This is an optimization exercise on Yosys and OpenROAD, whose aim is small area, a short achievable clock period and few clock cycles per item, not a production implementation.
In this exercise RTL edits were held to simulation tests only and were not proved equivalent to the original.

==> flow/design.v (outline; a module is shown in full before it is edited, if it fits) <==
// module cellstep_coef: 269 lines
// module cellstep_div: 69 lines
// module cellstep_div_steps: 29 lines
// module cellstep: 4127 lines
module cellstep (
    input  wire        clk,
    input  wire        rst,
    input  wire        in_valid,
    output wire        in_ready,
    input  wire        rec_valid,
    input  wire        rec_pend,
    input  wire        rec_out,
    input  wire        hold,
    input  wire [31:0] dcur,
    input  wire [31:0] dstep,
    input  wire [31:0] gcur,
    input  wire [31:0] gstep,
    input  wire [15:0] nrem,
    input  wire [15:0] plen,
    input  wire [31:0] td,
    input  wire [31:0] tg,
    input  wire [31:0] x_m1,      
    input  wire [31:0] x_0,       
    input  wire [31:0] x_p1,      
    input  wire [31:0] x_p2,      
    output wire        out_valid,
    input  wire        out_ready,
    output wire        o_valid,
    output wire        o_pend,
    output wire [31:0] o_dcur,
    output wire [31:0] o_dstep,
    output wire [31:0] o_gcur,
    output wire [31:0] o_gstep,
    output wire [15:0] o_nrem,
    output wire [47:0] contrib
);
  // ...
==> flow/flow/run.sh <==
#!/bin/bash
set -euo pipefail
bash standard.sh SETUP_SLACK_MARGIN=7 finish > flow_standard.log 2>&1
==> flow/standard.sh <==
#!/bin/bash
# synth_recipe.tcl (not shown) runs the flow's synth.tcl, then flattens the netlist and writes it again
# the make line also repeats each setting of config.mk as NAME=value (left out here)
make -C /OpenROAD-flow-scripts/flow DESIGN_CONFIG=/design/flow/config.mk WORK_HOME=/design/flow/orfs CLKGATE_MAP_FILE= SYNTH_SCRIPT=/design/flow/synth_recipe.tcl "${@:-finish}"
==> flow/config.mk <==
export PLATFORM = sky130hd
export DESIGN_NAME = cellstep
export DESIGN_NICKNAME = cellstep
export VERILOG_FILES = /design/flow/design.v
export SDC_FILE = /design/flow/constraint.sdc
export NUM_CORES = 4
export LEC_CHECK = 0
export ABC_CLOCK_PERIOD_IN_PS = 4000
export CAP_MARGIN = 20
export CORE_MARGIN = 2
export CORE_UTILIZATION = 40
export SETUP_SLACK_MARGIN = 5
export SLEW_MARGIN = 20
export SYNTH_MEMORY_MAX_BITS = 32768
==> flow/constraint.sdc <==
create_clock -name core_clock -period 12.0 [get_ports {clk}]
set_input_delay 2.4000 -clock core_clock [delete_from_list [all_inputs] [get_ports {clk}]]
set_output_delay 2.4000 -clock core_clock [all_outputs]
set_load 0.01 [all_outputs]
==> run summary, run 1 <==
status=finished clean; reg2reg start=t1a1[6]; asr flop ratio synth=0%; max frequency=133 MHz; CP Class=primary input to flop; vias in the first global route=122,859; Synth cell types=116; hold crit path type=flop to flop; XOR/XNOR Fraction of Synth Area=10.8%; CTS max path bufs=4; remaining global-route overflow=0; met1 usage in global routing=43.9%; CP Launch Type=primary input; Starting Density=40.1%; slowest CP cell=fa_2; Placed Instances=18,893; largest area contributor in the netlist=edfxtp_1; slowest stage delay, CP=0.37 ns; clock slew at reported path FFs=0.06 ns; count leader, synth=inv_1; Layout Utilization=51.3%; met3 usage=10.6%; top cell type's share of synthesized area=27.5%; Compound-Gate Fraction of Synth Area=18.8%; clk tree area frac=2.97%; initial antenna violation count=85; Hold Violations, Final=0; register area=39,300 um2; CP startpoint=td[0]; Post-Synth Simple-Gate Area=9.44%; crit path max fanout=6; total core area=349,000 um2; combinational family with the most area after synthesis=adder cells; fill count=31,213; mux contribution to synthesized area=1.31%
Testbench counts, summed over its fixed seeds: cycles 5,778, items 4,800.
==> module cellstep_div, before the edit <==
module cellstep_div (
    input  wire        clk,
    input  wire        rst,
    input  wire        start,
    input  wire        consume,
    input  wire [31:0] adiv,      
    input  wire [31:0] gdiv,      
    input  wire [15:0] rdiv,      
    input  wire [15:0] rgdiv,
    input  wire [2:0]  c,         
    input  wire [15:0] n,
    input  wire [17:0] n3,        
    output wire        idle,
    output reg         done,
    output wire [31:0] qd,
    output wire [31:0] qg
);
    reg        busy, zero;
    reg [2:0]  cnt;
    reg [31:0] ad, ag;
    reg [15:0] rd, rg;
    reg [15:0] nr;
    reg [17:0] n3r;
    wire [31:0] a_d = start ? adiv : ad;
    wire [31:0] a_g = start ? gdiv : ag;
    wire [15:0] r_d = start ? rdiv : rd;
    wire [15:0] r_g = start ? rgdiv : rg;
    wire [15:0] nn  = start ? n : nr;
    wire [17:0] nn3 = start ? n3 : n3r;
    wire [31:0] a_d2, a_g2;
    wire [15:0] r_d2, r_g2;
    cellstep_div_steps u_sd (.a(a_d), .r(r_d), .n(nn), .n3(nn3), .a_o(a_d2), .r_o(r_d2));
    cellstep_div_steps u_sg (.a(a_g), .r(r_g), .n(nn), .n3(nn3), .a_o(a_g2), .r_o(r_g2));
    always @(posedge clk) begin
        if (rst) begin
            busy <= 1'b0;
            done <= 1'b0;
        end else if (start) begin
            busy <= (c > 3'd1);
            done <= (c <= 3'd1);
        end else if (busy) begin
            if (cnt == 3'd1) begin
                busy <= 1'b0;
                done <= 1'b1;
            end
        end else if (consume) begin
            done <= 1'b0;
        end
        if (start) begin
            cnt  <= c - 3'd1;
            zero <= (c == 3'd0);
        end else if (busy) begin
            cnt <= cnt - 3'd1;
        end
        if (start || busy) begin
            ad <= a_d2;
            ag <= a_g2;
            rd <= r_d2;
            rg <= r_g2;
        end
        if (start) begin
            nr  <= n;
            n3r <= n3;
        end
    end
    assign idle = ~busy & ~done;
    assign qd = zero ? 32'd0 : ad;
    assign qg = zero ? 32'd0 : ag;
endmodule
==> run 2, diff against run 1 <==
--- a/flow/design.v
+++ b/flow/design.v
@@ -269,77 +269,74 @@
 endmodule
 module cellstep_div (
     input  wire        clk,
     input  wire        rst,
     input  wire        start,
     input  wire        consume,
     input  wire [31:0] adiv,      
     input  wire [31:0] gdiv,      
-    input  wire [15:0] rdiv,      
-    input  wire [15:0] rgdiv,
+    input  wire [11:0] rdiv,      
+    input  wire [11:0] rgdiv,
     input  wire [2:0]  c,         
     input  wire [15:0] n,
     input  wire [17:0] n3,        
     output wire        idle,
     output reg         done,
     output wire [31:0] qd,
     output wire [31:0] qg
 );
-    reg        busy, zero;
+    reg        busy;
     reg [2:0]  cnt;
     reg [31:0] ad, ag;
     reg [15:0] rd, rg;
     reg [15:0] nr;
     reg [17:0] n3r;
     wire [31:0] a_d = start ? adiv : ad;
     wire [31:0] a_g = start ? gdiv : ag;
-    wire [15:0] r_d = start ? rdiv : rd;
-    wire [15:0] r_g = start ? rgdiv : rg;
+    wire [15:0] r_d = start ? {4'd0, rdiv} : rd;
+    wire [15:0] r_g = start ? {4'd0, rgdiv} : rg;
     wire [15:0] nn  = start ? n : nr;
     wire [17:0] nn3 = start ? n3 : n3r;
     wire [31:0] a_d2, a_g2;
     wire [15:0] r_d2, r_g2;
     cellstep_div_steps u_sd (.a(a_d), .r(r_d), .n(nn), .n3(nn3), .a_o(a_d2), .r_o(r_d2));
     cellstep_div_steps u_sg (.a(a_g), .r(r_g), .n(nn), .n3(nn3), .a_o(a_g2), .r_o(r_g2));
     always @(posedge clk) begin
         if (rst) begin
             busy <= 1'b0;
             done <= 1'b0;
         end else if (start) begin
-            busy <= (c > 3'd1);
-            done <= (c <= 3'd1);
+            busy <= 1'b1;
         end else if (busy) begin
             if (cnt == 3'd1) begin
                 busy <= 1'b0;
                 done <= 1'b1;
             end
         end else if (consume) begin
             done <= 1'b0;
         end
-        if (start) begin
-            cnt  <= c - 3'd1;
-            zero <= (c == 3'd0);
-        end else if (busy) begin
+        if (start)
+            cnt <= c - 3'd1;
+        else if (busy)
             cnt <= cnt - 3'd1;
-        end
         if (start || busy) begin
             ad <= a_d2;
             ag <= a_g2;
             rd <= r_d2;
             rg <= r_g2;
         end
         if (start) begin
             nr  <= n;
             n3r <= n3;
         end
     end
     assign idle = ~busy & ~done;
-    assign qd = zero ? 32'd0 : ad;
-    assign qg = zero ? 32'd0 : ag;
+    assign qd = ad;
+    assign qg = ag;
 endmodule
 module cellstep_div_steps (
     input  wire [31:0] a,
     input  wire [15:0] r,
     input  wire [15:0] n,
     input  wire [17:0] n3,
     output wire [31:0] a_o,
     output wire [15:0] r_o
@@ -393,82 +390,50 @@
     output wire [31:0] o_dcur,
     output wire [31:0] o_dstep,
     output wire [31:0] o_gcur,
     output wire [31:0] o_gstep,
     output wire [15:0] o_nrem,
     output wire [47:0] contrib
 );
     localparam [15:0] OUT_RAMP = 16'd480;
-    reg  v0, v1, v2, vo;
+    reg  v0, v1, v2;
     reg  pd0, pd1, pd2;
     wire div_idle, div_done;
     reg  st0;                        
     wire ok0    = ~pd0 | st0 | div_idle;
-    wire ok2    = ~pd2 | div_done;
-    wire ld_out = ~vo | out_ready;
-    wire mv2    = v2 & ok2 & ld_out;
+    wire ok2    = ~pd2 | div_done;   
+    wire mv2    = v2 & ok2 & out_ready;
     wire ld2    = ~v2 | mv2;
     wire mv1    = v1 & ld2;
     wire ld1    = ~v1 | mv1;
     wire mv0    = v0 & ok0 & ld1;
     wire ld0    = ~v0 | mv0;
     wire div_start = v0 & pd0 & ~st0 & div_idle;
-    wire rdy_a = ~v0 | (ok0 & (~v1 | ~v2 | (ok2 & ~vo)));
-    wire rdy_b = v0 & ok0 & v1 & v2 & ok2 & vo;
+    wire rdy_a = ~v0 | (ok0 & (~v1 | ~v2));
+    wire rdy_b = ok0 & ok2;
     assign in_ready  = rdy_a | (rdy_b & out_ready);
-    assign out_valid = vo;
+    assign out_valid = v2 & ok2;
     wire [15:0] in_n  = rec_out ? OUT_RAMP : plen;
     wire [17:0] in_n3 = {2'b00, in_n} + {1'b0, in_n, 1'b0};
     wire [32:0] in_dd1 = {1'b0, td} - {1'b0, dcur};
     wire [31:0] in_dd2 = dcur - td;
     wire        in_dneg = in_dd1[32];
     wire [31:0] in_dabs = in_dneg ? in_dd2 : in_dd1[31:0];
     wire [32:0] in_gd1 = {tg[31], tg} - {gcur[31], gcur};
     wire [32:0] in_gd2 = {gcur[31], gcur} - {tg[31], tg};
     wire        in_gneg = in_gd1[32];
     wire [31:0] in_gabs = in_gneg ? in_gd2[31:0] : in_gd1[31:0];
-    wire [7:0] in_okd, in_okg, in_ok;
-    genvar gk;
-    generate
-        for (gk = 0; gk < 8; gk = gk + 1) begin : g_ok
-            if (4*gk + 16 <= 31) begin : g_hi
-                assign in_okd[gk] = (in_dabs[31:4*gk+16] == 0) && (in_dabs[4*gk+15:4*gk] < in_n);
-                assign in_okg[gk] = (in_gabs[31:4*gk+16] == 0) && (in_gabs[4*gk+15:4*gk] < in_n);
-            end else begin : g_lo
-                assign in_okd[gk] = ({{(4*gk-16){1'b0}}, in_dabs[31:4*gk]} < in_n);
-                assign in_okg[gk] = ({{(4*gk-16){1'b0}}, in_gabs[31:4*gk]} < in_n);
-            end
-        end
-    endgenerate
-    assign in_ok = ((in_okd | {8{rec_out | hold}}) & in_okg) | 8'h80;
-    wire [7:0]  in_sel = in_ok & ~{in_ok[6:0], 1'b0};    
-    reg  [2:0]  in_c;
-    reg  [31:0] in_da, in_ga;
-    reg  [15:0] in_dr, in_gr;
-    reg  [31:0] in_tdr, in_tgr;
-    integer ik;
-    always @(*) begin
-        in_c  = 3'd0;
-        in_tdr = 32'd0;
-        in_tgr = 32'd0;
-        in_da = 32'd0;
-        in_ga = 32'd0;
-        in_dr = {16{in_sel[0]}} & in_dabs[15:0];
-        in_gr = {16{in_sel[0]}} & in_gabs[15:0];
-        for (ik = 1; ik < 8; ik = ik + 1) begin
-            in_c  = in_c  | ({3{in_sel[ik]}} & ik[2:0]);
-            in_da = in_da | ({32{in_sel[ik]}} & (in_dabs << (32 - 4*ik)));
-            in_ga = in_ga | ({32{in_sel[ik]}} & (in_gabs << (32 - 4*ik)));
-            in_tdr = in_dabs >> (4*ik);
-            in_tgr = in_gabs >> (4*ik);
-            in_dr = in_dr | ({16{in_sel[ik]}} & in_tdr[15:0]);
-            in_gr = in_gr | ({16{in_sel[ik]}} & in_tgr[15:0]);
-        end
-    end
+    wire        in_n12 = (in_n[15:12] != 4'd0);
+    wire        in_n8  = (in_n[15:8] != 8'd0);
+    wire [2:0]  in_c   = in_n12 ? 3'd5 : in_n8 ? 3'd6 : 3'd7;
+    wire [31:0] in_da  = in_n12 ? {in_dabs[19:0], 12'd0} : in_n8 ? {in_dabs[23:0], 8'd0} : {in_dabs[27:0], 4'd0};
+    wire [31:0] in_ga  = in_n12 ? {in_gabs[19:0], 12'd0} : in_n8 ? {in_gabs[23:0], 8'd0} : {in_gabs[27:0], 4'd0};
+    wire [11:0] in_dr  = in_n12 ? in_dabs[31:20] : in_n8 ? {4'd0, in_dabs[31:24]} : {8'd0, in_dabs[31:28]};
+    wire [11:0] in_gr  = in_n12 ? in_gabs[31:20] : in_n8 ? {4'd0, in_gabs[31:24]} : {8'd0, in_gabs[31:28]};
     wire        in_k0 = (dcur[31:20] == 12'd0);
     wire [32:0] in_d0 = in_k0 ? 33'd0 : ({x_m1[31], x_m1} - {x_0[31], x_0});
     wire [32:0] in_d2 = {x_p1[31], x_p1} - {x_0[31], x_0};
     wire [32:0] in_d3 = {x_p2[31], x_p2} - {x_0[31], x_0};
     wire signed [17:0] h0, h1, h2, h3;
     cellstep_coef u_coef (.phase(dcur[19:12]), .h0(h0), .h1(h1), .h2(h2), .h3(h3));
     wire [6:0]  in_b0one, in_b0two, in_b0neg, in_b3one, in_b3two, in_b3neg;
     wire [8:0]  in_b2one, in_b2two, in_b2neg;
@@ -494,17 +459,17 @@
             assign in_b2neg[gi] = h2x[2*gi+2];
         end
     endgenerate
     reg        rv0, pend0, out0, hold0;
     reg [31:0] dcur0, dstep0, gcur0, gstep0;
     reg [15:0] nrem0, n0;
     reg [17:0] n3_0;
     reg [31:0] dabs0, gabs0;
-    reg [15:0] dr0, gr0;
+    reg [11:0] dr0, gr0;
     reg [2:0]  c0;
     reg        dneg0, gneg0;
     reg [31:0] x1_1;
     reg [32:0] d01, d21, d31;
     reg [6:0]  b0one1, b0two1, b0neg1, b3one1, b3two1, b3neg1;
     reg [8:0]  b2one1, b2two1, b2neg1;
     always @(posedge clk) begin
         if (rst)
@@ -4438,57 +4403,41 @@
         if (ld2) begin
             pd2     <= pd1;
             step2   <= step1;
             zd2     <= zd1;
             dneg2   <= dneg1;
             gneg2   <= gneg1;
             ovalid2 <= ovalid1;
             opend2  <= opend1;
-            dcur2   <= dcur1;
+            dcur2   <= (step1 & ~pd1) ? dcur1 + dstep1 : dcur1;
             dstep2  <= dstep1;
-            gcur2   <= gcur1;
+            gcur2   <= (step1 & ~pd1) ? gcur1 + gstep1 : gcur1;
             gstep2  <= gstep1;
             onrem2  <= onrem1;
             t2a2    <= t2a;
             t2b2    <= t2b;
         end
     end
     wire [31:0] qd, qg;
     cellstep_div u_div (
         .clk(clk), .rst(rst),
         .start(div_start), .consume(mv2 & pd2),
         .adiv(dabs0), .gdiv(gabs0), .rdiv(dr0), .rgdiv(gr0), .c(c0),
         .n(n0), .n3(n3_0),
         .idle(div_idle), .done(div_done), .qd(qd), .qg(qg));
     wire [63:0] prod2 = t2a2 + t2b2;
+    wire        dadd  = step2 & ~zd2;               
     wire [31:0] qds   = dneg2 ? 32'd0 - qd : qd;
-    wire [31:0] ds2   = pd2 ? (zd2 ? 32'd0 : qds) : dstep2;
-    wire [31:0] gs2   = pd2 ? (gneg2 ? 32'd0 - qg : qg) : gstep2;
-    reg        r_valid, r_pend;
-    reg [31:0] r_dcur, r_dstep, r_gcur, r_gstep;
-    reg [15:0] r_nrem;
-    reg [47:0] r_contrib;
-    always @(posedge clk) begin
-        if (rst)
-            vo <= 1'b0;
-        else if (ld_out)
-            vo <= mv2;
-        if (ld_out) begin
-            r_valid   <= ovalid2;
-            r_pend    <= opend2;
-            r_dstep   <= ds2;
-            r_gstep   <= gs2;
-            r_dcur    <= dcur2 + (step2 ? ds2 : 32'd0);
-            r_gcur    <= gcur2 + (step2 ? gs2 : 32'd0);
-            r_nrem    <= onrem2;
-            r_contrib <= {{12{prod2[63]}}, prod2[63:28]};
-        end
-    end
-    assign o_valid = r_valid;
-    assign o_pend  = r_pend;
-    assign o_dcur  = r_dcur;
-    assign o_dstep = r_dstep;
-    assign o_gcur  = r_gcur;
-    assign o_gstep = r_gstep;
-    assign o_nrem  = r_nrem;
-    assign contrib = r_contrib;
+    wire [31:0] qgs   = gneg2 ? 32'd0 - qg : qg;
+    wire        dcin  = dadd & dneg2;
+    wire        gcin  = step2 & gneg2;
+    wire [31:0] pdcur = dcur2 + (({32{dadd}} & qd) ^ {32{dcin}}) + {31'd0, dcin};
+    wire [31:0] pgcur = gcur2 + (({32{step2}} & qg) ^ {32{gcin}}) + {31'd0, gcin};
+    assign o_valid = ovalid2;
+    assign o_pend  = opend2;
+    assign o_dcur  = pd2 ? pdcur : dcur2;
+    assign o_dstep = pd2 ? (zd2 ? 32'd0 : qds) : dstep2;
+    assign o_gcur  = pd2 ? pgcur : gcur2;
+    assign o_gstep = pd2 ? qgs : gstep2;
+    assign o_nrem  = onrem2;
+    assign contrib = {{12{prod2[63]}}, prod2[63:28]};
 endmodule
==> flow/flow/run.sh (replaced) <==
#!/bin/bash
# The standard layout (standard.sh, unchanged synthesis and steps),
# with the port buffers that buffer_ports inserts made plain buf_1 cells
# instead of the delay buffer it picks by default.
set -euo pipefail
bash standard.sh "BUFFER_PORTS_ARGS=-buffer_cell sky130_fd_sc_hd__buf_1" finish > flow_standard.log 2>&1
==> run 2 against run 1 <==
  * Still clean on timing, DRC and antenna
  * Hold slack got worse by 0.0047 ns
  * Via count fell by 9.0%
  * Sequential cell count fell by 193
  * Critical path depth fell by 19
  * Global-route usage fell by 2.9 points
  * First-iteration DRC count fell by 15%
  * Synthesized cell count fell by 1.3%
  * Core utilization fell by 6.0 points
  * Maximum frequency rose by 3.4%
  * Die area fell by 4.8%
  * Critical path type is now flop to primary output
  * Critical endpoint is now o_gstep[29]
  * Largest cell class unchanged
==> run summary, run 2 <==
asr flop ratio synth=0% (unchanged); die area=337,000 um2 (was 354,000 um2); Post-Syn Area=133,000 um2 (was 140,000 um2); largest net degree at the start of global routing=170 (was 138); hold_buf cts=0 (unchanged); hold slack=0.351 ns (was 0.356 ns); Max Clock Skew=0.0884 ns (was 0.0808 ns); max reg flops=64 (unchanged); critical path endpoint category=primary output (was flop); max frequency=137 MHz (was 133 MHz); CP Launch Type=flop (was primary input); Die X=581 um (was 595 um); total core area=331,000 um2 (was 349,000 um2); commonest non-fill, non-tap cell in the layout=inv_1 (was edfxtp_1); via count=115,421 (was 126,817); Post-synth top cells=1,222 x inv_1, 1,176 x fa_1, 1,156 x xor2_1 (was 1,287 x inv_1, 1,281 x edfxtp_1, 1,174 x fa_1); CTS Sinks=1,129 (was 1,322); CTS max path bufs=4 (unchanged); ratio of cells with drive above 1 in the final layout=9.46% (was 22.8%); CTS tree=done (unchanged); hold crit path type=flop to flop (unchanged); fin. max-slew vios=0 (unchanged); Synth Register Bits=1,129 (was 1,322); first-pass GRT wire length=767,000 um (was 871,000 um); WL per Instance=28.2 um (was 30.3 um); GP Congestion=1.05 (was 1.02); Worst-Skew Late Latency=0.89 ns (was 0.93 ns); syn avg cell area=9.37 um2 (was 9.72 um2); WL final=534,000 um (was 616,000 um); slowest CP cell=edfxtp_1 (was fa_2); Synth cell types=104 (was 116); top cell type's share of synthesized area=24.6% (was 27.5%); Num CTS Buffers=146 (was 162); worst rel slew slack=10.7% (was 27.4%); status=finished clean (unchanged); Die Y=581 um (was 595 um); clock slew at reported path FFs=0.06 ns (about the same); initial antenna violation count=92 (was 85); final setup TNS=0 ns (unchanged); remaining antenna violation count after routing=0 (unchanged); drt pass-1 iters=7 (was 9); drt via density=6.10 (was 6.23); area delta synth->final=12.5% (was 28.0%); largest cells by area after synthesis=edfxtp_1 25%, fa_1 18%, xor2_1 7.6% (was edfxtp_1 28%, fa_1 17%, ha_1 8.3%); crit path DAT=4.89 ns (was 8.19 ns); clk root buf=clkbuf_16 (unchanged); MaxCap Viol Count=0 (unchanged); Tcrit/Tclk final=60.7% (was 62.8%); WP buf/inv=1 (was 8); Post-Syn Instances=14,198 (was 14,386); Layout Utilization=45.3% (was 51.3%); CP Class=flop to primary output (was primary input to flop); crit path time final=7.29 ns (was 7.53 ns); CP required=9.60 ns (was 12.66 ns); Port Buffers=555 (unchanged); slowest stage delay, CP=0.47 ns (was 0.37 ns); Hold Violations, Final=0 (unchanged); vias in the first global route=111,452 (was 122,859); GRT Total Usage=30.4% (was 33.3%); crit path cell chain=or3_4 -> or3_4 -> or4_4 -> or4_4 -> nor4_4 -> nand2_1 -> or4_4 -> or3_4 -> o41ai_4 -> xor2_1 -> a21oi_1 -> buf_2; # DRC=0 (unchanged); Seq/Total Area, Yosys=25.2% (was 28.1%); Post-synth EDFFs=1,089 (was 1,281); number of DRC markers in iteration 0=14,216 (was 16,704); register area=33,500 um2 (was 39,300 um2); standard-cell rows=211 (was 217); Slew @ Worst Pin=1.34 ns (was 1.09 ns); YS warnings=4 (unchanged); most frequent cells in the layout=1,209 x inv_1, 1,155 x fa_1, 1,140 x xor2_1 (was 1,281 x edfxtp_1, 1,152 x inv_1, 1,011 x xor2_1); CTS H-tree lvls=4 (unchanged); RSZ-0062 raised after global routing=true (unchanged); pre-CTS setup slack=2.86 ns (was 1.06 ns); fill count=31,797 (was 31,213); ys flop type=edfxtp_1 (unchanged); Worst Slack Setup Final=4.71 ns (was 4.47 ns); Largest Register=t2a2 (unchanged); Regs by FF count=t2a2: 64 flops, t2b2: 63 flops (unchanged); remaining global-route overflow=0 (unchanged); final setup vio count=0 (unchanged); Starting Density=40.2% (was 40.1%); largest area contributor in the netlist=edfxtp_1 (unchanged); IO Pins=556 (unchanged); Multi-input gate area=93,500 um2 (was 102,000 um2); delay-heaviest family, CP=simple AND/OR/NAND/NOR gates (was compound AO/OA/AOI/OAI gates); crit path max fanout=3 (was 6); Final HPWL DP=385,000 um (was 415,000 um); count leader, synth=inv_1 (unchanged); Final Net Count=16,747 (was 18,026)
==> run 2: cell type report <==
type	count	area share (%)
inverters	1235	3.11
multi-input cells	10786	62.4
well taps	4366	3.65
repair buffers	1112	5.10
flip-flops and latches	1129	22.4
clock inverters	91	0.679
clock buffers	168	2.54
diodes	49	0.0819
==> run 2: metrics by stage <==
| step | cells | cell area [um2] |
|---|---|---|
| detailed placement | 18384 | 139000 |
| global placement | 18384 | 139000 |
| floorplan | 14199 | 133000 |
| CTS | 18758 | 147000 |
| finish | 18936 | 150000 |
| global route | 18919 | 150000 |
==> run 2: timing repair <==
| item | in CTS | in global routing |
|---|---|---|
| cloned | 20 | 13 |
| endpoints found under the setup margin | 202 | 143 |
| resized for setup | 293 | 377 |
| setup buffers | 95 | 112 |
| pin swaps | 91 | 206 |
==> run 2: cells by family after synthesis <==
logic type / Yosys count / share of synthesized area [%]
multiplexers: 246 / 1.99
XOR/XNOR: 1877 / 12.4
adder cells (fa/ha/maj): 1977 / 25.2
buffers and inverters: 2285 / 6.59
flip-flops: 1129 / 25.2
AND/OR/NAND/NOR: 2792 / 9.63
AO/OA/AOI/OAI: 3891 / 19.0
other: 1 / 0.00282
==> run 2: path summary, 6_finish.rpt <==
kind	startpoint	endpoint	slack [ns]	cells past startpoint
setup / recovery	u_div.ag[1]	o_gstep[29]	4.71	12
hold / removal	gcur0[24]	gcur1[24]	0.35	0
setup reg to reg	t1b1[6]	t2a2[33]	5.02	25
hold reg to reg	gcur0[24]	gcur1[24]	0.35	0
==> run 2: metal layers <==
metal / vias to the layer above / part of all wire (%) / GRT usage, % / wire length (um)
met5: - / 0.084 / 0.539 / 446
met4: 56 / 5.4 / 14.4 / 28600
met3: 1477 / 13 / 9.76 / 68000
met2: 7250 / 42 / 43.7 / 222000
met1: 56475 / 40 / 41.1 / 215000
li1: 50163 / - / - / -
Testbench counts of run 2, summed over its fixed seeds: cycles 6,022, items 4,800.

==> what the ideal ports hide <==
In the flow no input, the clock included, has a driving cell. The finished layouts below were timed again as built, in two steps.
Step 1 assumes that a clkbuf_16 drives the clock port and a buf_2 every other input.
Step 2 also shifts input and output timing later by t, the mid clock arrival at the registers, as if the neighbouring blocks saw the same clock.
Slacks: ideal / step 1 / step 2; pairs: ideal / step 1.
run	t, ns	setup slack, ns	clock arrival spread, ns	worst data-port slew with drivers (ns)	pins driven straight from the clock port
run 1	0.997	4.468 / 4.447 / 3.450	0.082 / 0.082	0.27	1
run 2	0.956	4.715 / 4.605 / 4.229	0.097 / 0.097	0.27	1
After both steps setup and hold are still met in every run listed. For run 1, which loses most, drivers alone change the setup slack by -0.021 ns; drivers and shift together by -1.018 ns.
